Source: an optimization exercise on an open RTL-to-GDS flow (aim: small area). Production flows keep margins and buffers that such runs may drop. Function was checked by simulation only, so behaviour that the tests miss may differ from the original. No activity file was given, so power comes from the tool's default toggle rates.

File: flow/config.mk
export PLATFORM = sky130hd
export DESIGN_NAME = mi_decim
export DESIGN_NICKNAME = mi_decim
export VERILOG_FILES = /design/flow/design.v
export SDC_FILE = /design/flow/constraint.sdc
export NUM_CORES = 4
export LEC_CHECK = 0
export ABC_CLOCK_PERIOD_IN_PS = 15000
export CAP_MARGIN = 20
export CORE_MARGIN = 2
export CORE_UTILIZATION = 40
export SLEW_MARGIN = 20
File: flow/constraint.sdc
create_clock -name core_clock -period 40.0 [get_ports {clk}]
set_input_delay 8.0000 -clock core_clock [delete_from_list [all_inputs] [get_ports {clk}]]
set_output_delay 8.0000 -clock core_clock [all_outputs]
set_load 0.01 [all_outputs]
File: flow/design.v
module mi_add #(
    parameter integer W = 8
) (
    input  wire [W-1:0] a,
    input  wire [W-1:0] b,
    input  wire         ci,
    output wire [W-1:0] s,
    output wire         co
);
    wire [W:0] c;
    assign c[0] = ci;
    genvar i;
    generate
        for (i = 0; i < W; i = i + 1) begin : bit_
            assign s[i]   = a[i] ^ b[i] ^ c[i];
            assign c[i+1] = (a[i] & b[i]) | (c[i] & (a[i] | b[i]));
        end
    endgenerate
    assign co = c[W];
endmodule
module mi_inc #(
    parameter integer W = 8
) (
    input  wire [W-1:0] a,
    input  wire         ci,
    output wire [W-1:0] s
);
    wire [W:0] c;
    assign c[0] = ci;
    genvar i;
    generate
        for (i = 0; i < W; i = i + 1) begin : bit_
            assign s[i]   = a[i] ^ c[i];
            assign c[i+1] = a[i] & c[i];
        end
    endgenerate
endmodule
module mi_dec #(
    parameter integer W = 8
) (
    input  wire [W-1:0] a,
    input  wire         bi,
    output wire [W-1:0] s
);
    wire [W:0] c;
    assign c[0] = bi;
    genvar i;
    generate
        for (i = 0; i < W; i = i + 1) begin : bit_
            assign s[i]   = a[i] ^ c[i];
            assign c[i+1] = ~a[i] & c[i];
        end
    endgenerate
endmodule
module mi_preset (
    input  wire        clk,
    input  wire [2:0]  c,         
    input  wire [1:0]  slot,
    input  wire [8:0]  k,         
    output wire [4:0]  qbits,     
    output wire [23:0] code       
);
    wire        quiet = (slot == 2'd3);
    reg  [9:0]  kc;
    reg  [6:0]  nno;              
    always @(*) begin
        case (slot)
            2'd0: begin kc = 10'd34;  nno = 7'h69; end
            2'd1: begin kc = 10'd85;  nno = 7'h47; end
            2'd2: begin kc = 10'd46;  nno = 7'h61; end
            default: begin kc = (k[8] | k[7]) ? 10'd336 : 10'd335; nno = 7'h79; end
        endcase
    end
    wire [9:0]  g;
    mi_add #(.W(10)) u_g (.a(kc), .b(~{1'b0, k}), .ci(1'b1), .s(g), .co());
    wire        neg = g[9];
    wire [8:0]  kn;               
    mi_dec #(.W(9)) u_kn (.a(k), .bi(neg), .s(kn));
    wire [5:0]  r0  = quiet ? {4'd0, kn[8:7]} : kn[7:2];
    wire [24:0] dv  = quiet ? {kn[6:0], {13{neg}}, g[9:5]}
                            : {kn[1:0], {15{neg}}, g[7:0]};
    reg  [4:0]  d;
    always @(*) begin
        case (c)
            3'd0: d = dv[24:20];
            3'd1: d = dv[19:15];
            3'd2: d = dv[14:10];
            3'd3: d = dv[9:5];
            default: d = dv[4:0];
        endcase
    end
    reg  [5:0]  r_q;
    reg  [18:0] q_q;
    wire [5:0]  r [0:5];
    wire [4:0]  q;
    assign r[0] = (c == 3'd0) ? r0 : r_q;
    genvar i;
    generate
        for (i = 0; i < 5; i = i + 1) begin : step
            wire [6:0] x = {r[i], d[4-i]};
            wire [6:0] t;
            mi_add #(.W(7)) u_t (.a(x), .b(nno), .ci(1'b0), .s(t), .co(q[4-i]));
            assign r[i+1] = q[4-i] ? t[5:0] : x[5:0];
        end
    endgenerate
    always @(posedge clk) begin
        r_q <= r[5];
        q_q <= {q_q[13:0], q};
    end
    assign qbits = q;
    assign code = {~q_q[18], q_q[17:0], q};
endmodule
module mi_decim (
    input  wire        clk,
    input  wire        rst,
    input  wire        en,
    input  wire        align,
    input  wire        invert,
    input  wire        mod_tick,
    input  wire        mod_dat,
    input  wire [4:0]  guard_count,
    input  wire        guard_hi_en,
    input  wire        guard_lo_en,
    input  wire [23:0] guard_hi,
    input  wire [23:0] guard_lo,
    input  wire        ovr_clr,
    output reg         swift_valid,    
    output wire [31:0] swift_word,
    output reg         control_valid,    
    output wire [31:0] control_word,
    output reg         quiet_valid,    
    output wire [31:0] quiet_word,
    output reg         record_valid,    
    output wire [31:0] record_word,
    output reg         stat_ovr,
    output reg         ovr_sticky,
    output reg         guard_hi_live,
    output reg         guard_lo_live
);
    reg          en_q;
    wire         restart = en & (align | ~en_q);
    wire         tick = en & ~restart & mod_tick;
    wire         b = mod_dat ^ invert;
    wire         off = rst | ~en;
    wire         clr = rst | restart;
    reg  [2:0]   a;           
    reg  [2:0]   m5;          
    reg  [1:0]   m4;          
    reg  [1:0]   blk;         
    wire [2:0]   a_n;
    wire [1:0]   m4_n, blk_n;
    wire         a7 = (a == 3'd7);
    wire         m5_4 = (m5 == 3'd4);
    mi_inc #(.W(3)) u_a (.a(a), .ci(1'b1), .s(a_n));
    mi_inc #(.W(2)) u_m4 (.a(m4), .ci(1'b1), .s(m4_n));
    mi_inc #(.W(2)) u_blk (.a(blk), .ci(~(blk[1] & blk[0])), .s(blk_n));
    always @(posedge clk) begin
        if (clr) begin
            a   <= 3'd0;
            m5  <= 3'd0;
            m4  <= 2'd0;
            blk <= 2'd0;
        end else if (tick) begin
            a <= a_n;
            if (a7) begin
                m5 <= m5_4 ? 3'd0 : {m5[1] & m5[0], m5[1] ^ m5[0], ~m5[0]};
                if (m5_4) begin
                    m4 <= m4_n;
                    if (m4 == 2'd3) blk <= blk_n;
                end
            end
        end
    end
    reg  [8:0]   ones;
    wire [8:0]   ones_t;
    mi_inc #(.W(9)) u_ones (.a(ones), .ci(b & tick), .s(ones_t));
    always @(posedge clk) ones <= ones_t;
    reg  [5:0]   sw0, sw1, sw2;        
    reg  [6:0]   ct0, ct1, ct2;        
    reg  [8:0]   qt0, qt1, qt2;        
    reg  [5:0]   rc0, rc1;             
    wire         par = m5[0] ^ m4[0];  
    always @(posedge clk) begin
        if (tick && a == 3'd1 && !par) begin
            sw2 <= sw1; sw1 <= sw0; sw0 <= ones_t[5:0];
        end
        if (tick && a == 3'd5 && m5 == 3'd0) begin
            ct2 <= ct1; ct1 <= ct0; ct0 <= ones_t[6:0];
        end
        if (tick && a7 && m5 == 3'd3 && m4 == 2'd0) begin
            qt2 <= qt1; qt1 <= qt0; qt0 <= ones_t;
        end
        if (tick && a == 3'd1 && m5 == 3'd2) begin
            rc1 <= rc0; rc0 <= ones_t[5:0];
        end
    end
    reg          prev_dat;
    reg  [5:0]   run;
    reg  [8:0]   since;       
    wire         run63 = (run == 6'd32);
    wire         same = (run != 6'd0) && (mod_dat == prev_dat);
    wire         stuck = same && run63;
    wire [8:0]   since_n;
    mi_inc #(.W(9)) u_since (.a(since), .ci(~&since[8:6]), .s(since_n));
    always @(posedge clk) begin
        if (rst) begin
            en_q       <= 1'b0;
            ovr_sticky <= 1'b0;
        end else begin
            en_q <= en;
            if (tick && stuck)
                ovr_sticky <= 1'b1;
            else if (ovr_clr)
                ovr_sticky <= 1'b0;
        end
        if (off | restart)
            stat_ovr <= 1'b0;
        else if (tick)
            stat_ovr <= stuck;
        if (clr) begin
            run        <= 6'd0;
            since[8:6] <= 3'b111;
        end else if (tick) begin
            prev_dat <= mod_dat;
            if (!same)
                run <= 6'd1;
            else if (!run63)
                run <= {run[4:0], run[5] ^ run[4]};
            since    <= stuck ? 9'd0 : since_n;
        end
    end
    wire         ovr46, ovr114, ovr62, ovr448;
    mi_add #(.W(9)) u_o46  (.a(since), .b(~9'd46),  .ci(1'b1), .s(), .co(ovr46_n));
    mi_add #(.W(9)) u_o114 (.a(since), .b(~9'd114), .ci(1'b1), .s(), .co(ovr114_n));
    mi_add #(.W(9)) u_o62  (.a(since), .b(~9'd62),  .ci(1'b1), .s(), .co(ovr62_n));
    wire         ovr46_n, ovr114_n, ovr62_n;
    assign ovr46  = ~ovr46_n;
    assign ovr114 = ~ovr114_n;
    assign ovr62  = ~ovr62_n;
    assign ovr448 = ~&since[8:6];
    reg  [2:0]   c;           
    reg  [1:0]   slot;
    wire [1:0]   slot_n;
    wire         c4 = (c == 3'd4);
    wire         c5 = (c == 3'd5);
    mi_inc #(.W(2)) u_slot (.a(slot), .ci(1'b1), .s(slot_n));
    always @(posedge clk) begin
        if (off) begin
            c    <= 3'd0;
            slot <= 2'd0;
        end else if (tick || c != 3'd0 || slot != 2'd0) begin
            if (c4) begin
                c    <= (slot == 2'd3) ? 3'd5 : 3'd0;
                slot <= slot_n;
            end else if (c5) begin
                c    <= 3'd0;
            end else begin
                c <= {c[1] & c[0], c[1] ^ c[0], ~c[0]};
            end
        end
    end
    reg  [8:0]   snap;
    reg  [8:0]   kmask;
    always @(*) begin
        case (slot)
            2'd0: begin snap = {3'd0, sw2}; kmask = 9'h03F; end
            2'd1: begin snap = {2'd0, ct2}; kmask = 9'h07F; end
            2'd2: begin snap = {3'd0, rc1}; kmask = 9'h03F; end
            default: begin snap = qt2;      kmask = 9'h1FF; end
        endcase
    end
    wire [8:0]   kd;
    mi_add #(.W(9)) u_k (.a(ones_t), .b(~snap), .ci(1'b1), .s(kd), .co());
    wire [8:0]   k = kd & kmask;
    wire [23:0]  code;
    wire [4:0]   qbits;
    mi_preset u_scale (.clk(clk), .c(c), .slot(slot), .k(k), .qbits(qbits), .code(code));
    wire         due16 = (a == 3'd0) && !par;
    wire         due40 = (a == 3'd0) && (m5 == 3'd0);
    wire         due160 = due40 && (m4 == 2'd0);
    wire         ld_swift   = c4 && slot == 2'd0 && due16;
    wire         ld_control = c4 && slot == 2'd1 && due40;
    wire         ld_record  = c4 && slot == 2'd2 && due40;
    wire         ld_quiet   = c4 && slot == 2'd3 && due160;
    wire         blk0 = (blk == 2'd0);
    always @(*) begin
        swift_valid   = (c == 3'd0) && slot == 2'd1 && due16;
        control_valid = (c == 3'd0) && slot == 2'd2 && due40;
        record_valid  = (c == 3'd0) && slot == 2'd3 && due40;
        quiet_valid   = c5 && due160;
    end
    reg  [4:0]   sw_seq, cr_seq, qt_seq;
    reg          sw_set, ct_set, rc_set, qt_set;
    reg          sw_ovr, ct_ovr, rc_ovr, qt_ovr;
    reg  [23:0]  sw_code, ct_code, rc_code, qt_code;
    wire [4:0]   seq_in = (slot == 2'd0) ? sw_seq : (slot == 2'd3) ? qt_seq : cr_seq;
    wire [4:0]   seq_n;
    mi_inc #(.W(5)) u_seq (.a(seq_in), .ci(1'b1), .s(seq_n));
    wire [4:0]   ct_seq = (slot == 2'd2 && due40) ? seq_n : cr_seq;
    assign swift_word   = {sw_seq, sw_set, 1'b0, sw_ovr, sw_code};
    assign control_word = {ct_seq, ct_set, 1'b0, ct_ovr, ct_code};
    assign record_word  = {cr_seq, rc_set, 1'b0, rc_ovr, rc_code};
    assign quiet_word   = {qt_seq, qt_set, 1'b0, qt_ovr, qt_code};
    always @(posedge clk) begin
        if (off) begin
            sw_seq <= 5'd0;
            cr_seq <= 5'd0;
            qt_seq <= 5'd0;
            {sw_set, sw_ovr} <= 2'b10;
            {ct_set, ct_ovr} <= 2'b10;
            {rc_set, rc_ovr} <= 2'b10;
            {qt_set, qt_ovr} <= 2'b10;
        end else begin
            if (ld_swift)
                {sw_seq, sw_set, sw_ovr} <= {seq_n, blk0 && m4 == 2'd0, ovr46};
            if (ld_control)
                {ct_set, ct_ovr} <= {blk0 && m4 != 2'd3, ovr114};
            if (ld_record)
                {cr_seq, rc_set, rc_ovr} <= {seq_n, blk0 && !m4[1], ovr62};
            if (ld_quiet)
                {qt_seq, qt_set, qt_ovr} <= {seq_n, blk != 2'd3, ovr448};
        end
        if (ld_swift)   sw_code <= code;
        if (ld_control) ct_code <= code;
        if (ld_record)  rc_code <= code;
        if (ld_quiet)   qt_code <= code;
    end
    wire         g_settling = sw_set;
    wire [24:0]  ghi = {1'b0, ~guard_hi[23], guard_hi[22:0]};
    wire [24:0]  glo = {1'b0, ~guard_lo[23], guard_lo[22:0]};
    reg  [4:0]   hch, lch;    
    always @(*) begin
        case (c)
            3'd0: begin hch = ghi[24:20]; lch = glo[24:20]; end
            3'd1: begin hch = ghi[19:15]; lch = glo[19:15]; end
            3'd2: begin hch = ghi[14:10]; lch = glo[14:10]; end
            3'd3: begin hch = ghi[9:5];   lch = glo[9:5];   end
            default: begin hch = ghi[4:0]; lch = glo[4:0];  end
        endcase
    end
    wire         h_gt, h_ge, l_gt, l_ge;      
    mi_add #(.W(5)) u_hgt (.a(qbits), .b(~hch), .ci(1'b0), .s(), .co(h_gt));
    mi_add #(.W(5)) u_hge (.a(qbits), .b(~hch), .ci(1'b1), .s(), .co(h_ge));
    mi_add #(.W(5)) u_lgt (.a(qbits), .b(~lch), .ci(1'b0), .s(), .co(l_gt));
    mi_add #(.W(5)) u_lge (.a(qbits), .b(~lch), .ci(1'b1), .s(), .co(l_ge));
    reg          hi_gt, hi_lt, lo_gt, lo_lt;  
    wire         first = (c == 3'd0);
    wire         hi_gt0 = hi_gt & ~first, hi_lt0 = hi_lt & ~first;
    wire         lo_gt0 = lo_gt & ~first, lo_lt0 = lo_lt & ~first;
    always @(posedge clk) begin
        if (slot == 2'd0) begin
            hi_gt <= hi_gt0 | (~hi_lt0 & h_gt);
            hi_lt <= hi_lt0 | (~hi_gt0 & ~h_ge);
            lo_gt <= lo_gt0 | (~lo_lt0 & l_gt);
            lo_lt <= lo_lt0 | (~lo_gt0 & ~l_ge);
        end
    end
    wire         g_above = hi_gt;
    wire         g_below = lo_lt;
    wire         gc_big = guard_count[4] & |guard_count[3:0];
    wire [4:0]   g_n = gc_big ? 5'd16 : guard_count;
    reg  [4:0]   cnt_hi, cnt_lo;
    wire [4:0]   cnt_hi_i, cnt_lo_i;
    mi_inc #(.W(5)) u_chi (.a(cnt_hi), .ci(~cnt_hi[4]), .s(cnt_hi_i));
    mi_inc #(.W(5)) u_clo (.a(cnt_lo), .ci(~cnt_lo[4]), .s(cnt_lo_i));
    wire         up_hi = guard_hi_en & g_above;
    wire         up_lo = guard_lo_en & g_below;
    wire [4:0]   cnt_hi_n = up_hi ? cnt_hi_i : 5'd0;
    wire [4:0]   cnt_lo_n = up_lo ? cnt_lo_i : 5'd0;
    wire         hit_hi, hit_lo;      
    mi_add #(.W(5)) u_hhi (.a(cnt_hi_i), .b(~g_n), .ci(1'b1), .s(), .co(hit_hi));
    mi_add #(.W(5)) u_hlo (.a(cnt_lo_i), .b(~g_n), .ci(1'b1), .s(), .co(hit_lo));
    always @(posedge clk) begin
        if (off) begin
            cnt_hi        <= 5'd0;
            cnt_lo        <= 5'd0;
            guard_hi_live <= 1'b0;
            guard_lo_live <= 1'b0;
        end else if (swift_valid) begin
            if (g_settling || g_n == 5'd0) begin
                cnt_hi <= 5'd0;
                cnt_lo <= 5'd0;
            end else begin
                cnt_hi <= cnt_hi_n;
                cnt_lo <= cnt_lo_n;
                if (up_hi && hit_hi)
                    guard_hi_live <= 1'b1;
                if (up_lo && hit_lo)
                    guard_lo_live <= 1'b1;
            end
            if (!g_settling && !g_above && !g_below) begin
                guard_hi_live <= 1'b0;
                guard_lo_live <= 1'b0;
            end
        end
    end
endmodule
File: flow/flow/run.sh
#!/bin/bash
# The standard layout (standard.sh), with three changes:
# - after the standard synthesis, OpenROAD's restructure re-maps the
#   combinational logic for area (registers are not touched), from a copy of
#   the Liberty file without the platform's don't-use cells;
# - each port is buffered by a buf_1 instead of the resizer's default pick;
# - clock tree: clkbuf_4 buffers, clusters of at most 10 sinks within 40 um,
#   no dummy loads.
# Each tool's output goes to a log of its own here: standard_synth.log,
# filter_lib.log, restructure.log, standard.log (the tools' own logs are under orfs/logs).
set -euo pipefail
ARGS=("BUFFER_PORTS_ARGS=-buffer_cell sky130_fd_sc_hd__buf_1"
      "CTS_ARGS=-sink_clustering_enable -repair_clock_nets -dont_use_dummy_load -buf_list {sky130_fd_sc_hd__clkbuf_1 sky130_fd_sc_hd__clkbuf_2} -sink_clustering_size 6 -sink_clustering_max_diameter 30")
bash standard.sh "${ARGS[@]}" synth > standard_synth.log 2>&1
RES=orfs/results/$FLOW_PLATFORM/mi_decim/base
LIB=$FLOW_HOME/platforms/$FLOW_PLATFORM/lib/sky130_fd_sc_hd__tt_025C_1v80.lib
python3 flow/filter_lib.py $LIB rs_use.lib 'sky130_fd_sc_hd__(lpflow_.*|probe_p_8|probec_p_8)' > filter_lib.log 2>&1
mkdir -p rs_work
cat > restructure.tcl <<EOT
read_db $RES/1_synth.odb
read_liberty $LIB
read_sdc $RES/1_synth.sdc
report_design_area
restructure -target area -liberty_file rs_use.lib -tielo_port sky130_fd_sc_hd__conb_1/LO -tiehi_port sky130_fd_sc_hd__conb_1/HI -work_dir rs_work
report_design_area
write_db $RES/1_synth.odb
EOT
openroad -no_init -exit restructure.tcl > restructure.log 2>&1
bash standard.sh "${ARGS[@]}" finish > standard.log 2>&1
File: flow/flow/filter_lib.py
"""Copy a Liberty file without the cells whose names match the given regular
expression (the platform's don't-use cells), so that restructure cannot pick
them. Usage: filter_lib.py IN.lib OUT.lib REGEX"""
import re
import sys

src, dst, pat = sys.argv[1], sys.argv[2], re.compile(sys.argv[3])
cell = re.compile(r'^\s*cell\s*\(\s*"?([A-Za-z0-9_]+)"?\s*\)\s*\{')
out = []
skip = 0
with open(src) as f:
    for line in f:
        if skip:
            skip += line.count("{") - line.count("}")
            continue
        m = cell.match(line)
        if m and pat.fullmatch(m.group(1)):
            skip = line.count("{") - line.count("}")
            continue
        out.append(line)
with open(dst, "w") as f:
    f.writelines(out)
File: flow/standard.sh
#!/bin/bash
# synth_recipe.tcl (not shown) runs the flow's synth.tcl, then flattens the netlist and writes it again
# the make line also repeats each setting of config.mk as NAME=value (left out here)
make -C /OpenROAD-flow-scripts/flow DESIGN_CONFIG=/design/flow/config.mk WORK_HOME=/design/flow/orfs CLKGATE_MAP_FILE= SYNTH_SCRIPT=/design/flow/synth_recipe.tcl "${@:-finish}"
==> run summary, run 1 <==
gr ovfl total 0; CP Capture Type register; CTS Hold Bufs 0; CTS Sinks roughly 280; vias per cell 5.49; Clock Skew 0.145 ns; Worst VDD drop between 40 and 50 uV; GRT busiest layer met2; first-pass GRT wire length ~49 mm; aggregate global-route resource usage 20.2%; Nets 1424; HPWL Detailed 22.7 mm; Initial DRC Count approximately 730; Num CTS Buffers 61; Wirelength per Cell 18.2 um; most frequent CP cell nor2_1; syn_area_per_cell roughly 11 sq um; RSZ-0062 raised after global routing false; die footprint roughly 31000 sq um; number of global-route vias before repair 9148; Initial Utilization 40.4%; Area Growth Syn to Fin 14.2%; most common cell after layout, fill and taps aside buf_1; Remaining DRCs 0; root buffer cell clkbuf_2; largest net degree at the start of global routing 36; FMAX 33.6 MHz; Clock H-tree levels 2; PortBufs 194; Tcrit/Tclk final around three quarters; worst slew pin tran 1.06 ns; post-CTS sizing 0; startpoint class of the critical path primary input; TNS Setup 0 ns; MaxCap Viol Count 0; Critical path origin align; cell count after synthesis 1092; Mapped Area 11900 sq um; final setup vio count 0; YS warnings 2; Routed WL 31.9 mm; worst r2r src slot[0]$_SDFFE_PP0P_; CTS tree built; Worst-Skew Late Latency 0.85 ns; status no timing/DRC/antenna violations; gpl congestion about 0.93; Max Slew Vio Count 0; Final ANT Viol Nets 0; Die X 177 um; Hold WS between 0.3 and 0.4 ns; slowest CP cell o2111ai_1; Power Density 51.8 nW/um^2; crit path max fanout 14; clock transition at the registers of the reported paths about 0.10 ns; Hold Path Class register to register; CTS max path bufs 3; Pleak 0.00437 uW; vias post-DR a little under 10000; die height between 150 and 200 um; commonest cells after routing, fill and taps aside buf_1 (194), edfxtp_1 (185), nor2_1 (152); Crit Path Class primary input to register; std cell rows 63; layout cells sized above 1 around 6.5%; Final Hold Fails 0; core area roughly 30000 sq um; drt pass-1 iters 5; WP data required 40.67 ns; Top Ports 199; hold wc startpoint u_scale.q_q[4]$_DFF_P_; met1 Use GR 25.8%; arrival time worst endpoint 30.42 ns; Rel. slew slack approximately 29%; CP max stage delay 0.77 ns; met3 Resource Use GR 4.26%; Post-CTS Setup Bufs 0; initial antenna violation count 2; fillers a little under 3000; Tmin final 29.75 ns; routing usage on met2 33.4%
[final timing paths]
path | slack (ns) | cells after the start | end
min reg2reg | 0.34 | 0 | u_scale.q_q[9]$_DFF_P_
max | 10.25 | 106 | u_scale.r_q[2]$_DFF_P_
max reg2reg | 16.71 | 105 | u_scale.r_q[2]$_DFF_P_
min | 0.34 | 0 | u_scale.q_q[9]$_DFF_P_
[state kept, by name, summed over array words and instances (netlist names), 6 cells and up]
register,cells
qt2,9
qt_code,24
u_scale.q_q,19
ones,9
qt1,9
sw2,6
ct1,7
u_scale.r_q,6
sw1,6
rc_code,24
ct0,7
sw_code,24
run,6
rc0,6
sw0,6
ct_code,24
ct2,7
qt0,9
since,9
rc1,6
[critical path: cells and delay by family]
family / cells / cell delay (ns)
AOI/OAI and AO/OA: 42 / 10.60
and+or+nand+nor: 53 / 8.81
buffers and inverters: 9 / 2.74
xor gates and xnor gates: 2 / 0.29
[power by group]
group          internal, uW  switching [uW]
combinational          80.6             146
clock                  39.5            91.6
sequential              337            10.2
[layout make-up]
| class | count | area (sq um) | area share (%) |
|---|---|---|---|
| multi-input cells | 688 | 4010 | 29.5 |
| well taps | 390 | 488 | 3.59 |
| diodes | 3 | 7.51 | 0.0552 |
| inverters | 115 | 432 | 3.18 |
| clock buffers | 61 | 305 | 2.25 |
| flip-flops and latches | 281 | 7480 | 55.0 |
| repair buffers | 214 | 878 | 6.46 |
[routing by layer]
metal  vias to the layer above  part of all wire [%]
met2                       336                    47
met5                         -                     0
met4                         0                   3.1
met1                      4505                    44
met3                        76                   6.5
li1                       4700                     -
[per-stage QoR]
step                setup slack, ns  utilization (%)  std cells  power (uW)  cell area [sq um]
floorplan                     13.44                -       1092         521              11900
global placement              10.98             45.1       1688         573              13300
detailed placement             9.97             45.1       1688         576              13300
CTS                           10.66             46.1       1749         710              13600
global route                   7.05             46.1       1751         754              13600
finish                        10.25             46.1       1752         704              13600
==> run 2: changes to the inputs <==
==> flow/flow/run.sh (replaced) <==
#!/bin/bash
# The standard layout (standard.sh), with three changes:
# - the combinational logic of the standard synthesis is mapped again for
#   area by ABC (deepsyn, then amap) in Yosys; the flip-flops are kept as
#   they are (same instances, names and cells), only the gates between them
#   change;
# - each port is buffered by a buf_1 instead of the resizer's default pick;
# - clock tree: clkbuf_4 buffers, clusters of at most 10 sinks within 40 um,
#   no dummy loads.
# Each tool's output goes to a log of its own here: standard_synth.log,
# prep.log, resynth.log, check.log, standard.log (the tools' own logs of the
# standard steps are under orfs/logs).
set -euo pipefail
ARGS=("BUFFER_PORTS_ARGS=-buffer_cell sky130_fd_sc_hd__buf_1"
      "CTS_ARGS=-sink_clustering_enable -repair_clock_nets -dont_use_dummy_load -buf_list sky130_fd_sc_hd__clkbuf_4 -sink_clustering_size 10 -sink_clustering_max_diameter 40")
RES=$PWD/orfs/results/$FLOW_PLATFORM/mi_decim/base
LIB=$FLOW_HOME/platforms/$FLOW_PLATFORM/lib/sky130_fd_sc_hd__tt_025C_1v80.lib
YOSYS=$(command -v yosys || echo "$FLOW_HOME/../tools/install/yosys/bin/yosys")

# 1. the standard synthesis, up to its netlist
bash standard.sh "${ARGS[@]}" "$RES/1_2_yosys.v" > standard_synth.log 2>&1
cp "$RES/1_2_yosys.v" standard_netlist.v

# 2. the library without the platform's don't-use cells, its combinational
#    cells as Verilog, and the netlist with its flip-flops as Yosys cells
{
  python3 flow/filter_lib.py "$LIB" use.lib 'sky130_fd_sc_hd__(lpflow_.*|probe_p_8|probec_p_8)'
  python3 flow/genmodels.py use.lib comb_models.v
  python3 flow/ff2int.py standard_netlist.v netlist_int.v
} > prep.log 2>&1

# 3. map the gates again
cat > resynth.ys <<EOT
read_liberty -lib use.lib
read_verilog -overwrite comb_models.v
read_verilog -icells netlist_int.v
hierarchy -check -top $FLOW_TOP
flatten
simplemap
opt_clean -purge
abc -liberty use.lib -script flow/area.abc
read_liberty -lib -overwrite use.lib
opt_clean -purge
hilomap -singleton -hicell sky130_fd_sc_hd__conb_1 HI -locell sky130_fd_sc_hd__conb_1 LO
splitnets
insbuf -buf sky130_fd_sc_hd__buf_4 A X
opt_clean -purge
check -assert
write_verilog -noattr -noexpr -nohex -nodec resynth_int.v
EOT
"$YOSYS" -s resynth.ys > resynth.log 2>&1
python3 flow/int2ff.py resynth_int.v resynth.v >> prep.log 2>&1

# 4. check the new netlist: mapped, and the same flip-flops as the standard one
cat > check.ys <<EOT
read_liberty -lib use.lib
read_verilog resynth.v
hierarchy -check -top $FLOW_TOP
check -assert -mapped
stat -liberty use.lib
EOT
"$YOSYS" -s check.ys > check.log 2>&1
python3 - >> check.log 2>&1 <<'EOT'
import re, sys
def flops(f):
    v = open(f).read()
    return sorted((t, n.strip()) for t, n in
                  re.findall(r'^\s*(sky130_fd_sc_hd__\w*df\w*)\s+(\S+\s?)\s*\(', v, re.M))
a, b = flops('standard_netlist.v'), flops('resynth.v')
print('flip-flops: standard', len(a), 'resynthesized', len(b), 'same' if a == b else 'DIFFERENT')
sys.exit(0 if a == b else 1)
EOT
cp resynth.v "$RES/1_2_yosys.v"

# 5. the rest of the standard layout
bash standard.sh "${ARGS[@]}" finish > standard.log 2>&1
==> flow/flow/area.abc (new file) <==
strash
&get -n
&deepsyn -J 200 -T 900
&put
dch -f
amap
topo
==> flow/flow/ff2int.py (new file) <==
"""Rewrite the synthesized netlist's flip-flops as Yosys internal cells so that
ABC treats them as boundaries: dfxtp_1 -> $_DFF_P_, edfxtp_1 -> $_DFFE_PP_.
Instance names are kept. Usage: ff2int.py IN.v OUT.v"""
import re, sys
v = open(sys.argv[1]).read()
def rep(m):
    typ, name, body = m.group(1), m.group(2), m.group(3)
    pins = dict(re.findall(r'\.(\w+)\(([^()]*)\)', body))
    if typ == 'sky130_fd_sc_hd__dfxtp_1':
        return f"\\$_DFF_P_ {name} (.C({pins['CLK']}), .D({pins['D']}), .Q({pins['Q']}));"
    return f"\\$_DFFE_PP_ {name} (.C({pins['CLK']}), .D({pins['D']}), .E({pins['DE']}), .Q({pins['Q']}));"
v2, n = re.subn(r'(sky130_fd_sc_hd__e?dfxtp_1)\s+(\S+\s?)\s*\((.*?)\);', rep, v, flags=re.S)
open(sys.argv[2], 'w').write(v2)
print(n, 'flip-flops')
==> flow/flow/genmodels.py (new file) <==
"""Write a Verilog module for each combinational cell of a Liberty file, from
its pins' function attributes, so that Yosys can see the logic of a mapped
netlist. Usage: genmodels.py IN.lib OUT.v"""
import re, sys
lib = open(sys.argv[1]).read()
out = []
# split into cell groups
for m in re.finditer(r'\n\s*cell\s*\(\s*"?(\w+)"?\s*\)\s*\{', lib):
    name = m.group(1)
    start = m.end()
    depth = 1; i = start
    while depth:
        c = lib[i]
        if c == '{': depth += 1
        elif c == '}': depth -= 1
        i += 1
    body = lib[start:i]
    if re.search(r'\b(ff|latch|statetable)\s*\(', body): continue
    pins = []
    for pm in re.finditer(r'\n\s*pin\s*\(\s*"?(\w+)"?\s*\)\s*\{', body):
        ps = pm.end(); d = 1; j = ps
        while d:
            c = body[j]
            if c == '{': d += 1
            elif c == '}': d -= 1
            j += 1
        pb = body[ps:j]
        dm = re.search(r'direction\s*:\s*"?(\w+)"?', pb)
        fm = re.search(r'function\s*:\s*"([^"]*)"', pb)
        pins.append((pm.group(1), dm.group(1) if dm else None, fm.group(1) if fm else None))
    outs = [p for p in pins if p[1] == 'output']
    ins = [p for p in pins if p[1] == 'input']
    if not outs or any(p[2] is None for p in outs): continue
    def conv(f):
        f = f.replace('!', '~')
        f = re.sub(r'\)\s*\(', ') & (', f)
        f = re.sub(r'(\w)\s+(?=[\w(~])', r'\1 & ', f)
        return f
    ports = ', '.join([p[0] for p in ins] + [p[0] for p in outs])
    lines = [f'module {name}({ports});']
    lines += [f'  input {p[0]};' for p in ins]
    lines += [f'  output {p[0]};' for p in outs]
    lines += [f'  assign {p[0]} = {conv(p[2])};' for p in outs]
    lines.append('endmodule')
    out.append('\n'.join(lines))
open(sys.argv[2], 'w').write('\n'.join(out) + '\n')
print(len(out))
==> flow/flow/int2ff.py (new file) <==
"""Turn the $_DFF_P_ / $_DFFE_PP_ cells back into the platform flip-flops they
came from (dfxtp_1 / edfxtp_1), keeping instance names. Usage: int2ff.py IN OUT"""
import re, sys
v = open(sys.argv[1]).read()
def rep(m):
    typ, name, body = m.group(1), m.group(2), m.group(3)
    pins = dict((k, x.strip() + ' ') for k, x in re.findall(r'\.(\w+)\(([^()]*)\)', body))
    if typ == '$_DFF_P_':
        return f"sky130_fd_sc_hd__dfxtp_1 {name} (.CLK({pins['C']}), .D({pins['D']}), .Q({pins['Q']}));"
    return f"sky130_fd_sc_hd__edfxtp_1 {name} (.CLK({pins['C']}), .D({pins['D']}), .DE({pins['E']}), .Q({pins['Q']}));"
v2, n = re.subn(r'\\(\$_DFF_P_|\$_DFFE_PP_)\s+(\S+\s?)\s*\((.*?)\);', rep, v, flags=re.S)
open(sys.argv[2], 'w').write(v2)
print(n, 'flip-flops')
==> run summary, run 2 <==
Mapped Area 11500 sq um (-3.4%); CP Capture Type register; vias per cell 5.26 (-4.2%); Final ANT Viol Nets 0 (unchanged); Int Power 420 uW (-8.2%); Clock Skew 0.144 ns (-0.000890 ns); CTS Sinks 281 (unchanged); post-CTS sizing 0 (unchanged); Tcrit/Tclk final 61.2% (-13 points); Worst Reg-to-Reg Cells 95 (-9.5%); Remaining DRCs 0 (unchanged); HPWL Detailed 21.8 mm (-3.9%); Top Ports 199 (unchanged); Placement Cell Area 12600 sq um (-4.8%); Post-CTS Setup Bufs 0 (unchanged); first-pass GRT wire length 44.9 mm (-8.9%); vias post-DR 8861 (-7.9%); gr ovfl total 0 (unchanged); aggregate global-route resource usage 19.2% (-0.97 points); Rel. slew slack 38.1% (+9.2 points); status no timing/DRC/antenna violations; P_sw 172 uW (-30%); drt pass-1 iters 5 (unchanged); fillers 2707 (-6.7%); Max Slew Vio Count 0 (unchanged); Power Density 45.7 nW/um^2 (-12%); Crit Path Class primary input to register; instance count on the critical path 99 (-6.6%); core area 28500 sq um (-3.4%); PortBufs 194 (unchanged); Routed WL 29.4 mm (-7.9%); most common cell after layout, fill and taps aside buf_1; Area Growth Syn to Fin 12.8%; Hold Path Class register to register; Tmin final 24.48 ns (-5.26 ns); layout cells sized above 1 5.00% (-1.5 points); YS warnings 2 (unchanged); Wirelength per Cell 17.5 um (-4.2%); multi-input logic area 3380 sq um (-16%); worst r2r src slot[0]$_SDFFE_PP0P_; CTS max path bufs 3 (unchanged); Worst path top cell family by delay simple AND/OR/NAND/NOR gates; Reg2Reg Capture Point lo_gt$_DFFE_PN_; Sw Ratio 29.1% (-6.0 points); commonest cells after routing, fill and taps aside buf_1 (194), nor2_1 (188), edfxtp_1 (185); Final WS setup 15.52 ns (+5.26 ns); Worst-Skew Late Latency 0.69 ns (-0.16 ns); WP data required 40.40 ns (-0.27 ns); clock transition at the registers of the reported paths 0.10 ns (about the same); Worst VDD drop 20.9 uV (-53%); storage element area 7480 sq um (unchanged); worst path bufs/invs 18 (+9); root buffer cell clkbuf_4; number of global-route vias before repair 8154 (-11%); final setup vio count 0 (unchanged); sequential share of power 57.9% (+8.6 points); Clock power frac 22.7% (+4.1 points); die height 174 um (-1.7%); Final Hold Fails 0 (unchanged); Nets 1365 (-4.1%); MaxCap Viol Count 0 (unchanged); dpl ws 14.96 ns (+5.00 ns); Pleak 0.00412 uW (-5.7%); combinational power share 19.4% (-13 points); Reg2Reg Setup Slack 22.03 ns (+5.32 ns); worst slew pin tran 0.919 ns (-0.145 ns); RSZ-0062 raised after global routing false; Initial DRC Count 815 (+12%); std cell rows 62 (-1.6%); CTS tree built; cell count after synthesis 1077 (-1.4%); TNS Setup 0 ns (unchanged); Final Cell Area 13000 sq um (-4.6%); syn_area_per_cell 10.7 sq um (-2.1%); CP endpoint lo_gt$_DFFE_PN_; Initial Utilization 40.4% (about the same); gpl congestion 0.913 (-2.1%); arrival time worst endpoint 24.88 ns (-5.54 ns); Critical path origin align; most frequent CP cell nor2_1; Clock H-tree levels 2 (unchanged); Total Power 592 uW (-16%); slowest CP cell o21ai_1; Num CTS Buffers 43 (-30%); largest net degree at the start of global routing 28 (-22%); FMAX 40.8 MHz (+22%); startpoint class of the critical path primary input; Final Util 45.5% (-0.58 points); initial antenna violation count 1 (-1); crit path max fanout 13 (-1); Die X 174 um (-1.7%); CTS Hold Bufs 0 (unchanged); CP max stage delay 0.71 ns (-0.06 ns); die footprint 30100 sq um (-3.3%)
==> run 2: metrics by stage <==
stage	cells	hold slack (ns)
6_report	1685	0.360
5_1_grt	1685	0.357
4_1_cts	1684	0.357
3_5_place_dp	1641	0.384
3_3_place_gp	1641	0.379
2_1_floorplan	1080	0.365
==> run 2: how the worst min path moves through the flow <==
stage,startpoint,endpoint,slack [ns],cells past startpoint
final,ct0[6]$_DFFE_PP_,ct1[6]$_DFFE_PP_,0.36,0
after global routing,ct0[6]$_DFFE_PP_,ct1[6]$_DFFE_PP_,0.36,0
after CTS,ct0[6]$_DFFE_PP_,ct1[6]$_DFFE_PP_,0.36,0
after detailed placement,u_scale.q_q[2]$_DFF_P_,u_scale.q_q[7]$_DFF_P_,0.38,0
after global placement,u_scale.q_q[2]$_DFF_P_,u_scale.q_q[7]$_DFF_P_,0.38,0
after floorplan,u_scale.q_q[5]$_DFF_P_,u_scale.q_q[10]$_DFF_P_,0.37,0
==> run 2: layer usage <==
metal | vias to the layer above | global-route usage, % | wire length (um)
met5 | - | 0 | 0
met4 | 0 | 7.45 | 1020
met3 | 73 | 4.28 | 2340
met2 | 385 | 31.6 | 13400
met1 | 4053 | 24.8 | 12600
li1 | 4350 | - | -
==> run 2: power groups by stage <==
stage | logic, uW | clock network, uW | registers [uW]
global route | 130 | 152 | 345
finish | 115 | 134 | 343
detailed placement | 112 | 0 | 349
global placement | 111 | 0 | 349
floorplan | 87.2 | 0 | 345
CTS | 114 | 141 | 343
==> run 2: layout make-up <==
type | count | share of cell area [%]
sequential | 281 | 57.7
multi-input combinational | 643 | 26.0
timing repair buffer | 209 | 6.49
tap | 384 | 3.71
inverter | 124 | 3.59
clock buffer | 43 | 2.49
antenna | 1 | 0.0193
==> run 3: changes to the inputs <==
--- a/flow/design.v
+++ b/flow/design.v
@@ -247,3 +247,3 @@
     always @(posedge clk) begin
-        if (off) begin
+        if (rst) begin
             c    <= 3'd0;
==> run summary, run 3 <==
status no timing/DRC/antenna violations; Critical path origin align; root buffer cell clkbuf_4; cell count after synthesis 1066 (-1.0%); Final Cell Area 13000 sq um (about the same); Die X 173 um (about the same); Reg2Reg Setup Slack 19.49 ns (-2.54 ns); Worst Reg-to-Reg Cells 102 (+7.4%); MaxCap Viol Count 0 (unchanged); most common cell after layout, fill and taps aside buf_1; gr ovfl total 0 (unchanged); multi-input logic area 3360 sq um (-0.48%); P_sw 201 uW (+17%); crit path max fanout 12 (-1); CTS Hold Bufs 0 (unchanged); most frequent CP cell nor2_1; Tcrit/Tclk final 67.1% (+5.9 points); met1 Use GR 24.3% (-0.50 points); vias post-DR 8775 (-0.97%); worst r2r src slot[1]$_SDFFE_PP0P_; Area Growth Syn to Fin 12.9%; Placement Cell Area 12600 sq um (about the same); CTS tree built; layout cells sized above 1 5.34% (+0.34 points); Nets 1357 (-0.59%); slowest CP cell o21ai_0; gpl congestion 0.880 (-3.6%); Rel. slew slack 28.4% (-9.7 points); Wirelength per Cell 17.5 um (+0.38%); Num CTS Buffers 41 (-4.7%); Final Instance Count excl. Fillers 1677 (-0.47%); Int Power 437 uW (+4.1%); die footprint 30100 sq um (-0.18%); core area 28500 sq um (unchanged); clock transition at the registers of the reported paths 0.10 ns (about the same); commonest cells after routing, fill and taps aside buf_1 (194), edfxtp_1 (185), nor2_1 (160); instance count on the critical path 105 (+6.1%); sequential share of power 54.9% (-3.0 points); Initial DRC Count 665 (-18%); arrival time worst endpoint 27.35 ns (+2.47 ns); CTS max path bufs 3 (unchanged); WP data required 40.51 ns (+0.11 ns); Max Slew Vio Count 0 (unchanged); worst slew pin tran 1.06 ns (+0.144 ns); Initial Utilization 40.3% (-0.075 points); HPWL Detailed 21.3 mm (-2.6%); combinational power share 24.1% (+4.7 points); FMAX 37.3 MHz (-8.8%); die height 173 um (about the same); initial antenna violation count 1 (unchanged); vias per cell 5.23 (-0.50%); Clock H-tree levels 2 (unchanged); Crit Path Class primary input to register; Worst-Skew Late Latency 0.68 ns (about the same); aggregate global-route resource usage 19.2% (-0.043 points); Final ANT Viol Nets 0 (unchanged); Top Ports 199 (unchanged); Tmin final 26.84 ns (+2.36 ns); storage element area 7480 sq um (unchanged); Power Density 49.2 nW/um^2 (+7.8%); largest net degree at the start of global routing 29 (+3.6%); Routed WL 29.4 mm (about the same); CP Capture Type register; number of global-route vias before repair 8236 (+1.0%); Remaining DRCs 0 (unchanged); RSZ-0062 raised after global routing false; std cell rows 62 (unchanged); Reg2Reg Capture Point u_scale.r_q[1]$_DFF_P_; met3 Resource Use GR 4.39% (+0.11 points); Worst path top cell family by delay compound AO/OA/AOI/OAI gates; Final Hold Fails 0 (unchanged); CP endpoint u_scale.r_q[1]$_DFF_P_; drt pass-1 iters 22 (+17); Clock power frac 21.0% (-1.7 points); TNS Setup 0 ns (unchanged); GRT busiest layer met2; Clock Skew 0.122 ns (-0.0224 ns); PortBufs 194 (unchanged); YS warnings 2 (unchanged); first-pass GRT wire length 45.2 mm (+0.49%); Hold Path Class register to register; CTS Sinks 281 (unchanged); Worst VDD drop 23.9 uV (+14%); Sw Ratio 31.6% (+2.5 points); Post-CTS Setup Bufs 0 (unchanged); post-CTS sizing 0 (unchanged); fillers 2765 (+2.1%); final setup vio count 0 (unchanged); Hold WS 0.368 ns (+0.00800 ns); placed instance count 1635 (-0.37%); Mapped Area 11500 sq um (-0.18%); routing usage on met2 32.4% (+0.82 points); CP max stage delay 0.86 ns (+0.15 ns); worst path bufs/invs 19 (+1); startpoint class of the critical path primary input; syn_area_per_cell 10.8 sq um (+0.85%); Pleak 0.00418 uW (+1.5%); Total Power 638 uW (+7.8%)
==> run 3: worst min-delay path by stage <==
stage / endpoint / start / depth (start not counted)
global placement: u_scale.q_q[12]$_DFF_P_ / u_scale.q_q[7]$_DFF_P_ / 0
CTS: u_scale.q_q[18]$_DFF_P_ / u_scale.q_q[13]$_DFF_P_ / 0
floorplan: u_scale.q_q[10]$_DFF_P_ / u_scale.q_q[5]$_DFF_P_ / 0
global route: u_scale.q_q[18]$_DFF_P_ / u_scale.q_q[13]$_DFF_P_ / 0
finish: u_scale.q_q[6]$_DFF_P_ / u_scale.q_q[1]$_DFF_P_ / 0
detailed placement: u_scale.q_q[7]$_DFF_P_ / u_scale.q_q[2]$_DFF_P_ / 0
==> run 3: power by group through the flow <==
stage	Sequential, uW	Combinational, uW	Clock (uW)
floorplan	352	111	0
global placement	357	148	0
finish	351	154	134
detailed placement	358	151	0
CTS	351	152	139
global route	353	174	150
==> run 3: cell type report <==
| type | instances | share of cell area, % |
|---|---|---|
| repair buffers | 214 | 6.78 |
| multi-input cells | 635 | 25.9 |
| flip-flops and latches | 281 | 57.7 |
| diodes | 1 | 0.0193 |
| inverters | 121 | 3.50 |
| clock buffers | 41 | 2.37 |
| well taps | 384 | 3.71 |
==> run 3: layer usage <==
| metal | routed length (um) | part of all wire, % |
|---|---|---|
| met3 | 2070 | 7.1 |
| met1 | 12800 | 44 |
| met5 | 0 | 0 |
| met4 | 792 | 2.7 |
| met2 | 13700 | 47 |
==> run 3: per-stage QoR <==
stage	utilization (%)	worst slack [ns]
2_1_floorplan	-	14.66
3_3_place_gp	44.4	13.71
3_5_place_dp	44.4	12.83
4_1_cts	45.5	13.46
5_1_grt	45.5	10.23
6_report	45.5	13.16
==> run 4: changes to the inputs <==
==> flow/flow/area.abc (replaced) <==
strash
&get -n
&deepsyn -J 800 -T 1800
&put
dch -f
amap
strash
dch -f
amap
topo
==> run summary, run 4 <==
core area 28000 sq um (-1.6%); Rel. slew slack 22.7% (-5.6 points); arrival time worst endpoint 25.32 ns (-2.03 ns); CTS tree built; FMAX 40.0 MHz (+7.2%); startpoint class of the critical path primary input; number of global-route vias before repair 8355 (+1.4%); die footprint 30000 sq um (-0.18%); Top Ports 199 (unchanged); cell count after synthesis 1079 (+1.2%); PortBufs 194 (unchanged); Worst Reg-to-Reg Cells 95 (-6.9%); MaxCap Viol Count 0 (unchanged); CP max stage delay 0.60 ns (-0.26 ns); Final ANT Viol Nets 0 (unchanged); std cell rows 61 (-1.6%); HPWL Detailed 22.8 mm (+7.0%); TNS Setup 0 ns (unchanged); Max Slew Vio Count 0 (unchanged); Clock Skew 0.0732 ns (-0.0484 ns); first-pass GRT wire length 46.9 mm (+3.9%); Initial Utilization 40.9% (+0.58 points); worst slew pin tran 1.14 ns (+0.0807 ns); Placement Cell Area 12600 sq um (-0.53%); vias per cell 5.24 (+0.22%); Num CTS Buffers 42 (+2.4%); Tcrit/Tclk final 62.6% (-4.5 points); Hold Path Sink sw1[5]$_DFFE_PP_; Total Power 629 uW (-1.4%); Nets 1366 (+0.66%); Reg2Reg Capture Point lo_gt$_DFFE_PN_; Post-CTS Setup Bufs 0 (unchanged); slowest CP cell nor3_1; Power Density 48.8 nW/um^2 (-0.91%); initial antenna violation count 1 (unchanged); status no timing/DRC/antenna violations; CTS max path bufs 3 (unchanged); most frequent CP cell nor2_1; YS warnings 2 (unchanged); commonest cells after routing, fill and taps aside buf_1 (194), nor2_1 (191), edfxtp_1 (185); Crit Path Class primary input to register; Clock H-tree levels 2 (unchanged); crit path max fanout 8 (-4); Worst-Skew Late Latency 0.64 ns (-0.04 ns); dpl ws 14.82 ns (+1.99 ns); Routed WL 30.9 mm (+5.1%); Worst Hold Depth 0 (unchanged); WP data required 40.30 ns (-0.21 ns); Tmin final 25.03 ns (-1.81 ns); Remaining DRCs 0 (unchanged); Die X 173 um (about the same); CTS Sinks 281 (unchanged); Wirelength per Cell 18.4 um (+4.8%); post-CTS sizing 0 (unchanged); CP Capture Type register; worst r2r src slot[0]$_SDFFE_PP0P_; aggregate global-route resource usage 20.2% (+1.0 points); layout cells sized above 1 4.92% (-0.42 points); gr ovfl total 0 (unchanged); most common cell after layout, fill and taps aside buf_1; Reg2Reg Setup Slack 21.16 ns (+1.67 ns); vias post-DR 8815 (+0.46%); Area Growth Syn to Fin 12.6%; drt pass-1 iters 8 (-64%); hold wc startpoint sw0[5]$_DFFE_PP_; die height 173 um (about the same); Pleak 0.00414 uW (-0.93%); clock transition at the registers of the reported paths 0.08 ns (-0.02 ns); Worst VDD drop 25.6 uV (+6.9%); Mapped Area 11500 sq um (-0.19%); Final WS setup 14.97 ns (+1.81 ns); root buffer cell clkbuf_4; Final Cell Area 12900 sq um (-0.48%); Final Hold Fails 0 (unchanged); gpl congestion 0.910 (+3.4%); Hold Path Class register to register; RSZ-0062 raised after global routing false; largest net degree at the start of global routing 28 (-3.4%); syn_area_per_cell 10.6 sq um (-1.4%); Initial DRC Count 619 (-6.9%); CTS Hold Bufs 0 (unchanged); final setup vio count 0 (unchanged)
-- run 4: critical path: cells and delay by family --
family,cells,cell delay (ns)
AND/OR/NAND/NOR,46,7.27
AO/OA/AOI/OAI,38,7.73
buffers and inverters,11,2.29
-- run 4: per-stage QoR --
step                hold WS [ns]  instances  utilization, %
floorplan                  0.365       1082               -
global placement           0.387       1637            44.9
detailed placement         0.388       1637            44.9
CTS                        0.364       1679            46.0
global route               0.369       1681            46.0
finish                     0.367       1681            46.0
-- run 4: power by group --
group	internal [uW]	switching (uW)	total [uW]
registers	339	12.0	351
logic	44.0	100	144
clock network	48.2	86.3	134
-- run 4: how the worst max path moves through the flow --
stage / from / to / slack [ns] / cells past startpoint
CTS: align / lo_gt$_DFFE_PN_ / 15.45 / 95
global placement: align / hi_gt$_DFFE_PN_ / 15.56 / 95
finish: align / lo_gt$_DFFE_PN_ / 14.97 / 95
global route: align / lo_gt$_DFFE_PN_ / 12.58 / 95
floorplan: align / hi_gt$_DFFE_PN_ / 18.18 / 94
detailed placement: align / hi_gt$_DFFE_PN_ / 14.82 / 95
-- run 4: area by class of cell --
cell class / count / area (sq um)
multi-input cells: 646 / 3320
well taps: 378 / 473
inverters: 123 / 462
clock buffers: 42 / 315
flip-flops and latches: 281 / 7480
fillers: 2670 / 15100
repair buffers: 209 / 841
diodes: 2 / 5.00
-- run 4: metal layers --
metal	vias up	part of all wire [%]	track usage (%)
li1	4330	-	-
met4	0	4.8	10.3
met5	-	0	0
met1	4024	44	26.2
met3	81	7.1	4.54
met2	380	44	31.9
==> run 5: changes to the inputs <==
--- a/flow/design.v
+++ b/flow/design.v
@@ -247,3 +247,3 @@
     always @(posedge clk) begin
-        if (rst) begin
+        if (off) begin
             c    <= 3'd0;
==> run summary, run 5 <==
sequential share of power 57.4% (+1.6 points); HPWL Detailed 21.8 mm (-4.2%); number of global-route vias before repair 8352 (-0.036%); first-pass GRT wire length 45.8 mm (-2.4%); CTS Hold Bufs 0 (unchanged); final setup vio count 0 (unchanged); die footprint 30000 sq um (about the same); CP Capture Type register; aggregate global-route resource usage 19.4% (-0.82 points); TNS Setup 0 ns (unchanged); Worst-Skew Late Latency 0.66 ns (+0.02 ns); Initial Utilization 40.9% (about the same); slowest CP cell o21ai_0; Final WS setup 15.55 ns (+0.580 ns); Mapped Area 11500 sq um (about the same); Final ANT Viol Nets 0 (unchanged); Area Growth Syn to Fin 12.8%; GRT busiest layer met2; Clock H-tree levels 2 (unchanged); Nets 1364 (-0.15%); CTS tree built; worst slew pin tran 0.980 ns (-0.165 ns); placed instance count 1635 (-0.12%); Final Cell Area 12900 sq um (+0.22%); gpl congestion 0.955 (+5.0%); gr ovfl total 0 (unchanged); RSZ-0062 raised after global routing false; startpoint class of the critical path primary input; Wirelength per Cell 17.6 um (-3.9%); root buffer cell clkbuf_4; P_sw 179 uW (-9.7%); Top Ports 199 (unchanged); status no timing/DRC/antenna violations; FMAX 40.9 MHz (+2.4%); Max Slew Vio Count 0 (unchanged); Routed WL 29.7 mm (-3.9%); Hold Path Class register to register; initial antenna violation count 4 (+3); Clock power frac 22.3% (+0.9 points); Hold WS 0.370 ns (+0.00325 ns); layout cells sized above 1 5.16% (+0.24 points); drt pass-1 iters 5 (-3); Sw Ratio 29.8% (-1.7 points); clock transition at the registers of the reported paths 0.09 ns (about the same); largest net degree at the start of global routing 28 (unchanged); CTS Sinks 281 (unchanged); Tcrit/Tclk final 61.1% (-1.5 points); vias post-DR 8896 (+0.92%); met3 Resource Use GR 4.25% (-0.29 points); Crit Path Class primary input to register; std cell rows 61 (unchanged); CP max stage delay 0.65 ns (+0.05 ns); post-CTS sizing 0 (unchanged); most frequent CP cell nor2_1; Clock Skew 0.119 ns (+0.0456 ns); Pleak 0.00416 uW (+0.34%); Placement Cell Area 12600 sq um (+0.19%); syn_area_per_cell 10.7 sq um (+0.49%); PortBufs 194 (unchanged); die height 173 um (about the same); Remaining DRCs 0 (unchanged); YS warnings 2 (unchanged); CTS max path bufs 3 (unchanged); Rel. slew slack 34.1% (+11 points); Post-CTS Setup Bufs 0 (unchanged); commonest cells after routing, fill and taps aside buf_1 (194), nor2_1 (187), edfxtp_1 (185); Worst VDD drop 20.8 uV (-19%); Int Power 421 uW (-2.3%); Final Hold Fails 0 (unchanged); core area 28000 sq um (unchanged); dpl ws 14.88 ns (+0.0519 ns); arrival time worst endpoint 25.01 ns (-0.31 ns); vias per cell 5.29 (+0.92%); Num CTS Buffers 42 (unchanged); WP data required 40.57 ns (+0.27 ns); most common cell after layout, fill and taps aside buf_1; Initial DRC Count 766 (+24%); Tmin final 24.45 ns (-0.580 ns); MaxCap Viol Count 0 (unchanged); combinational power share 20.4% (-2.5 points); cell count after synthesis 1074 (-0.46%); Die X 173 um (about the same); met1 Use GR 25.4% (-0.82 points); crit path max fanout 12 (+4); Final Instance Count excl. Fillers 1681 (unchanged); routing usage on met2 31.6% (-0.37 points); Power Density 46.4 nW/um^2 (-4.9%)
-- run 5: path summary, 6_finish.rpt --
check,start,cells past startpoint,slack (ns),endpoint
worst max-delay path,align,101,15.55,u_scale.r_q[4]$_DFF_P_
worst min-delay path,rc0[2]$_DFFE_PP_,0,0.37,rc1[2]$_DFFE_PP_
worst max register to register,slot[0]$_SDFFE_PP0P_,98,22.20,u_scale.r_q[4]$_DFF_P_
worst min register to register,rc0[2]$_DFFE_PP_,0,0.37,rc1[2]$_DFFE_PP_
-- run 5: final cells by class --
| cell class | count | area [sq um] |
|---|---|---|
| Sequential cell | 281 | 7480 |
| Timing Repair Buffer | 212 | 863 |
| Multi-Input combinational cell | 659 | 3390 |
| Inverter | 105 | 394 |
| Tap cell | 378 | 473 |
| Antenna cell | 4 | 10.0 |
| Fill cell | 2697 | 15100 |
| Clock buffer | 42 | 315 |
-- run 5: layer usage --
metal | part of all wire (%) | vias up
met5 | 0 | -
met4 | 3.4 | 0
met3 | 8.0 | 62
met2 | 46 | 375
met1 | 43 | 4130
li1 | - | 4329
-- run 5: power groups by stage --
stage | Clock [uW] | Sequential, uW | Combinational, uW
final | 134 | 344 | 122
after global routing | 151 | 346 | 138
after CTS | 140 | 345 | 120
after detailed placement | 0 | 351 | 119
after global placement | 0 | 351 | 117
after floorplan | 0 | 346 | 88.5
-- run 5: metrics by stage --
step	util [%]	total power [uW]
final	46.1	600
after global routing	46.1	636
after CTS	46.1	605
after detailed placement	45.0	470
after global placement	45.0	468
after floorplan	-	435
-- run 5: worst max-delay path: cells and delay by family --
kind,cells,cell delay [ns]
and+or+nand+nor,52,7.28
AOI/OAI and AO/OA,34,7.10
buffers and inverters,15,2.61
==> run 6: changes to the inputs <==
--- a/flow/design.v
+++ b/flow/design.v
@@ -247,3 +247,3 @@
     always @(posedge clk) begin
-        if (off) begin
+        if (rst) begin
             c    <= 3'd0;
--- a/flow/flow/run.sh
+++ b/flow/flow/run.sh
@@ -14,3 +14,3 @@
 ARGS=("BUFFER_PORTS_ARGS=-buffer_cell sky130_fd_sc_hd__buf_1"
-      "CTS_ARGS=-sink_clustering_enable -repair_clock_nets -dont_use_dummy_load -buf_list sky130_fd_sc_hd__clkbuf_4 -sink_clustering_size 10 -sink_clustering_max_diameter 40")
+      "CTS_ARGS=-sink_clustering_enable -repair_clock_nets -dont_use_dummy_load -buf_list sky130_fd_sc_hd__clkbuf_4 -sink_clustering_size 10 -sink_clustering_max_diameter 60")
 RES=$PWD/orfs/results/$FLOW_PLATFORM/mi_decim/base
==> flow/flow/area.abc (replaced) <==
strash
&get -n
&deepsyn -J 200 -T 900
&put
dch -f
amap
topo
==> run summary, run 6 <==
Post-CTS Setup Bufs 0 (unchanged); Final Instance Count excl. Fillers 1672 (-0.54%); core area 28500 sq um (+1.6%); clock transition at the registers of the reported paths 0.10 ns (about the same); initial antenna violation count 1 (-3); Hold WS 0.378 ns (+0.00782 ns); CTS max path bufs 3 (unchanged); Crit Path Class primary input to register; Tcrit/Tclk final 67.6% (+6.4 points); Mapped Area 11500 sq um (+0.16%); drt pass-1 iters 5 (unchanged); gpl congestion 0.880 (-7.9%); Worst-Skew Late Latency 0.66 ns (about the same); number of global-route vias before repair 8231 (-1.4%); CP max stage delay 0.89 ns (+0.24 ns); Top Ports 199 (unchanged); slowest CP cell o21ai_0; Rel. slew slack 25.1% (-9.0 points); worst slew pin tran 1.11 ns (+0.132 ns); Int Power 431 uW (+2.4%); MaxCap Viol Count 0 (unchanged); Power Density 49.0 nW/um^2 (+5.4%); dpl ws 12.83 ns (-2.04 ns); placed instance count 1635 (unchanged); CTS Hold Bufs 0 (unchanged); layout cells sized above 1 4.97% (-0.19 points); CP Capture Type register; combinational power share 24.3% (+3.9 points); Max Slew Vio Count 0 (unchanged); largest net degree at the start of global routing 29 (+3.6%); PortBufs 194 (unchanged); YS warnings 2 (unchanged); FMAX 37.0 MHz (-9.5%); status no timing/DRC/antenna violations; final setup vio count 0 (unchanged); RSZ-0062 raised after global routing false; arrival time worst endpoint 27.48 ns (+2.47 ns); Clock Skew 0.0898 ns (-0.0290 ns); Die X 173 um (about the same); Hold Path Class register to register; Initial DRC Count 709 (-7.4%); crit path max fanout 12 (unchanged); Wirelength per Cell 17.7 um (+0.24%); root buffer cell clkbuf_4; Sw Ratio 31.8% (+2.0 points); vias per cell 5.25 (-0.89%); Initial Utilization 40.3% (-0.59 points); startpoint class of the critical path primary input; std cell rows 62 (+1.6%); Pleak 0.00416 uW (about the same); syn_area_per_cell 10.8 sq um (+0.92%); HPWL Detailed 21.3 mm (-2.5%); Final WS setup 12.97 ns (-2.58 ns); P_sw 201 uW (+12%); Tmin final 27.03 ns (+2.58 ns); CTS tree built; cell count after synthesis 1066 (-0.74%); first-pass GRT wire length 45.5 mm (-0.75%); Clock H-tree levels 2 (unchanged); WP data required 40.45 ns (-0.12 ns); Nets 1352 (-0.88%); Final Hold Fails 0 (unchanged); die footprint 30100 sq um (+0.16%); commonest cells after routing, fill and taps aside buf_1 (194), edfxtp_1 (185), nor2_1 (160); TNS Setup 0 ns (unchanged); Num CTS Buffers 36 (-14%); Clock power frac 20.3% (-2.0 points); vias post-DR 8770 (-1.4%); Worst VDD drop 26.3 uV (+26%); Area Growth Syn to Fin 12.6%; aggregate global-route resource usage 19.3% (-0.058 points); post-CTS sizing 0 (unchanged); most common cell after layout, fill and taps aside buf_1; most frequent CP cell nor2_1; CTS Sinks 281 (unchanged); Final ANT Viol Nets 0 (unchanged); die height 173 um (about the same); gr ovfl total 0 (unchanged); Remaining DRCs 0 (unchanged); Routed WL 29.6 mm (-0.30%); sequential share of power 55.4% (-2.0 points)
## run 6: metrics by stage
stage	total power [uW]	util, %	cell area [sq um]
floorplan	463	-	11500
global placement	505	44.4	12600
detailed placement	509	44.4	12600
global route	673	45.4	12900
finish	633	45.4	12900
CTS	638	45.4	12900
## run 6: routing by layer
| metal | wire [um] | GRT usage (%) |
|---|---|---|
| met1 | 13000 | 24.6 |
| met2 | 13800 | 32.5 |
| met3 | 1830 | 4.12 |
| met4 | 909 | 7.13 |
| met5 | 0 | 0 |
## run 6: worst paths after layout
path	from	endpoint	slack, ns	cells past startpoint
worst min register to register	u_scale.q_q[1]$_DFF_P_	u_scale.q_q[6]$_DFF_P_	0.38	0
worst max-delay path	align	u_scale.r_q[1]$_DFF_P_	12.97	107
worst min-delay path	u_scale.q_q[1]$_DFF_P_	u_scale.q_q[6]$_DFF_P_	0.38	0
worst max register to register	slot[1]$_SDFFE_PP0P_	u_scale.r_q[1]$_DFF_P_	19.37	104
## run 6: cell type report
cell class	instances	area [sq um]
fillers	2766	15500
flip-flops and latches	281	7480
multi-input cells	635	3360
repair buffers	214	878
well taps	384	480
inverters	121	454
clock buffers	36	270
diodes	1	2.50
## run 6: power groups by stage
| stage | registers [uW] | clock network (uW) | logic, uW |
|---|---|---|---|
| 5_1_grt | 353 | 146 | 174 |
| 6_report | 351 | 128 | 153 |
| 4_1_cts | 351 | 135 | 152 |
| 2_1_floorplan | 352 | 0 | 111 |
| 3_3_place_gp | 357 | 0 | 148 |
| 3_5_place_dp | 358 | 0 | 151 |
## run 6: worst max-delay path, delay by kind of cell
kind	cells	cell delay [ns]
and+or+nand+nor	46	7.01
AOI/OAI and AO/OA	42	9.16
buffers and inverters	19	3.26
==> run 7: changes to the inputs <==
--- a/flow/flow/run.sh
+++ b/flow/flow/run.sh
@@ -7,3 +7,3 @@
 # - each port is buffered by a buf_1 instead of the resizer's default pick;
-# - clock tree: clkbuf_4 buffers, clusters of at most 10 sinks within 40 um,
+# - clock tree: clkbuf_4 buffers, clusters of at most 10 sinks within 60 um,
 #   no dummy loads.
==> flow/flow/area.abc (replaced) <==
strash
&get -n
&deepsyn -J 800 -T 1800
&put
dch -f
amap
strash
dch -f
amap
topo
==> run summary, run 7 <==
Worst VDD drop 29.1 uV (+11%); CTS Hold Bufs 0 (unchanged); core area 28000 sq um (-1.6%); initial antenna violation count 1 (unchanged); status no timing/DRC/antenna violations; Reg2Reg Setup Slack 21.14 ns (+1.77 ns); WP data required 40.37 ns (-0.08 ns); layout cells sized above 1 4.33% (-0.64 points); die height 173 um (about the same); HPWL Detailed 22.8 mm (+7.0%); Final Hold Fails 0 (unchanged); Hold Path Class register to register; wl on met1 13.5 mm (+3.8%); syn_area_per_cell 10.6 sq um (-1.4%); Mapped Area 11500 sq um (-0.19%); slowest CP cell a221oi_1; CP max stage delay 0.83 ns (-0.06 ns); Hold Path Sink u_scale.q_q[8]$_DFF_P_; YS warnings 2 (unchanged); root buffer cell clkbuf_4; Crit Path Class primary input to register; final setup vio count 0 (unchanged); Clock Skew 0.0902 ns (+0.000424 ns); Tcrit/Tclk final 62.4% (-5.2 points); CTS max path bufs 3 (unchanged); Die X 173 um (about the same); Wirelength per Cell 18.4 um (+4.2%); Post-CTS Setup Bufs 0 (unchanged); Pleak 0.00411 uW (-1.3%); TNS Setup 0 ns (unchanged); CTS Sinks 281 (unchanged); most common cell after layout, fill and taps aside buf_1; Worst-Skew Late Latency 0.67 ns (about the same); gpl congestion 0.910 (+3.4%); startpoint class of the critical path primary input; post-CTS sizing 0 (unchanged); most frequent CP cell nor2_1; aggregate global-route resource usage 20.1% (+0.80 points); Final ANT Viol Nets 0 (unchanged); cell count after synthesis 1079 (+1.2%); Rel. slew slack 26.5% (+1.3 points); Worst Hold Depth 0 (unchanged); Routed WL 30.8 mm (+4.2%); Hold WS 0.373 ns (-0.00468 ns); Power Density 48.2 nW/um^2 (-1.6%); Top Ports 199 (unchanged); met2 wire len 13.5 mm (-2.6%); vias post-DR 8795 (+0.29%); hold wc startpoint u_scale.q_q[3]$_DFF_P_; Initial DRC Count 644 (-9.2%); first-pass GRT wire length 46.6 mm (+2.5%); largest net degree at the start of global routing 28 (-3.4%); top sig layer met4; std cell rows 61 (-1.6%); fillers 2659 (-3.9%); number of global-route vias before repair 8224 (-0.085%); Remaining DRCs 0 (unchanged); Worst Reg-to-Reg Cells 95 (-8.7%); Area Growth Syn to Fin 12.1%; Clock H-tree levels 2 (unchanged); MaxCap Viol Count 0 (unchanged); FMAX 40.1 MHz (+8.3%); commonest cells after routing, fill and taps aside buf_1 (194), nor2_1 (191), edfxtp_1 (185); drt pass-1 iters 6 (+1); worst r2r src slot[0]$_SDFFE_PP0P_; Tmin final 24.95 ns (-2.08 ns); die footprint 30000 sq um (-0.18%); Reg2Reg Capture Point hi_gt$_DFFE_PN_; Num CTS Buffers 34 (-5.6%); crit path max fanout 8 (-4); vias per cell 5.26 (+0.23%); clock transition at the registers of the reported paths 0.09 ns (about the same); worst slew pin tran 1.09 ns (-0.0227 ns); RSZ-0062 raised after global routing false; CP Capture Type register; Max Slew Vio Count 0 (unchanged); arrival time worst endpoint 25.32 ns (-2.16 ns); CTS tree built; Nets 1358 (+0.44%); Initial Utilization 40.9% (+0.58 points); gr ovfl total 0 (unchanged); Met3 Routed Length 2.28 mm (+24%); PortBufs 194 (unchanged)
[run 7: metrics by stage]
step	cells	total power, uW	setup WS (ns)	cell area (sq um)	util [%]
after floorplan	1082	457	18.18	11500	-
after global placement	1637	496	15.56	12600	44.9
after detailed placement	1637	498	14.82	12600	44.9
after CTS	1671	623	15.44	12800	45.8
after global routing	1673	658	12.51	12800	45.8
final	1673	618	15.05	12800	45.8
[run 7: area by class of cell]
class	instances	area, sq um	area share, %
inverters	123	462	3.60
clock buffers	34	255	1.99
multi-input cells	646	3320	25.9
flip-flops and latches	281	7480	58.2
repair buffers	209	841	6.55
well taps	378	473	3.68
diodes	2	5.00	0.0390
[run 7: critical path: cells and delay by family]
family | cells | cell delay [ns]
compound gates | 39 | 8.23
simple gates | 45 | 6.86
buf+inv | 11 | 2.21
[run 7: power by group]
group | switching (uW) | internal [uW]
Sequential | 12.0 | 339
Clock | 84.7 | 39.5
Combinational | 99.2 | 44.0
[run 7: layer usage]
layer,vias to the layer above,GRT usage [%]
met5,-,0
met4,0,10.2
met3,80,4.56
met2,368,31.6
met1,4044,26.3
li1,4303,-
[run 7: how the worst max path moves through the flow]
stage	from	endpoint	cells after the start
5_1_grt	align	hi_gt$_DFFE_PN_	95
4_1_cts	align	hi_gt$_DFFE_PN_	95
3_3_place_gp	align	hi_gt$_DFFE_PN_	95
6_report	align	hi_gt$_DFFE_PN_	95
2_1_floorplan	align	hi_gt$_DFFE_PN_	94
3_5_place_dp	align	hi_gt$_DFFE_PN_	95

what the ideal ports hide:
Ports are ideal in the flow. The routed layouts listed here were re-timed in OpenROAD.
Step 1: set_driving_cell puts a clkbuf_16 on clk and a buf_2 on each other input, an assumption about the parent block.
Step 2 times the ports against the registers' clock, not the clock port: input delays grow and output delays shrink by t, the midpoint of the rising clock arrivals with the driver on.
Slacks: ideal / step 1 / step 2; pairs: ideal / step 1.
| run | t, ns | setup WS [ns] | clock arrival spread, ns |
|---|---|---|---|
| run 1 | 0.819 | 10.253 / 10.276 / 9.458 | 0.145 / 0.145 |
| run 2 | 0.657 | 15.518 / 15.539 / 14.882 | 0.145 / 0.144 |
| run 3 | 0.663 | 13.157 / 13.180 / 12.517 | 0.122 / 0.121 |
| run 4 | 0.652 | 14.971 / 14.993 / 14.341 | 0.096 / 0.096 |
| run 5 | 0.648 | 15.551 / 15.579 / 14.931 | 0.123 / 0.122 |
| run 6 | 0.670 | 12.973 / 13.000 / 12.330 | 0.098 / 0.098 |
| run 7 | 0.666 | 15.051 / 15.076 / 14.410 | 0.090 / 0.091 |
After both steps setup and hold are still met in every run listed. For run 1, which loses most, drivers alone change the setup slack by +0.023 ns; drivers and shift together by -0.795 ns.
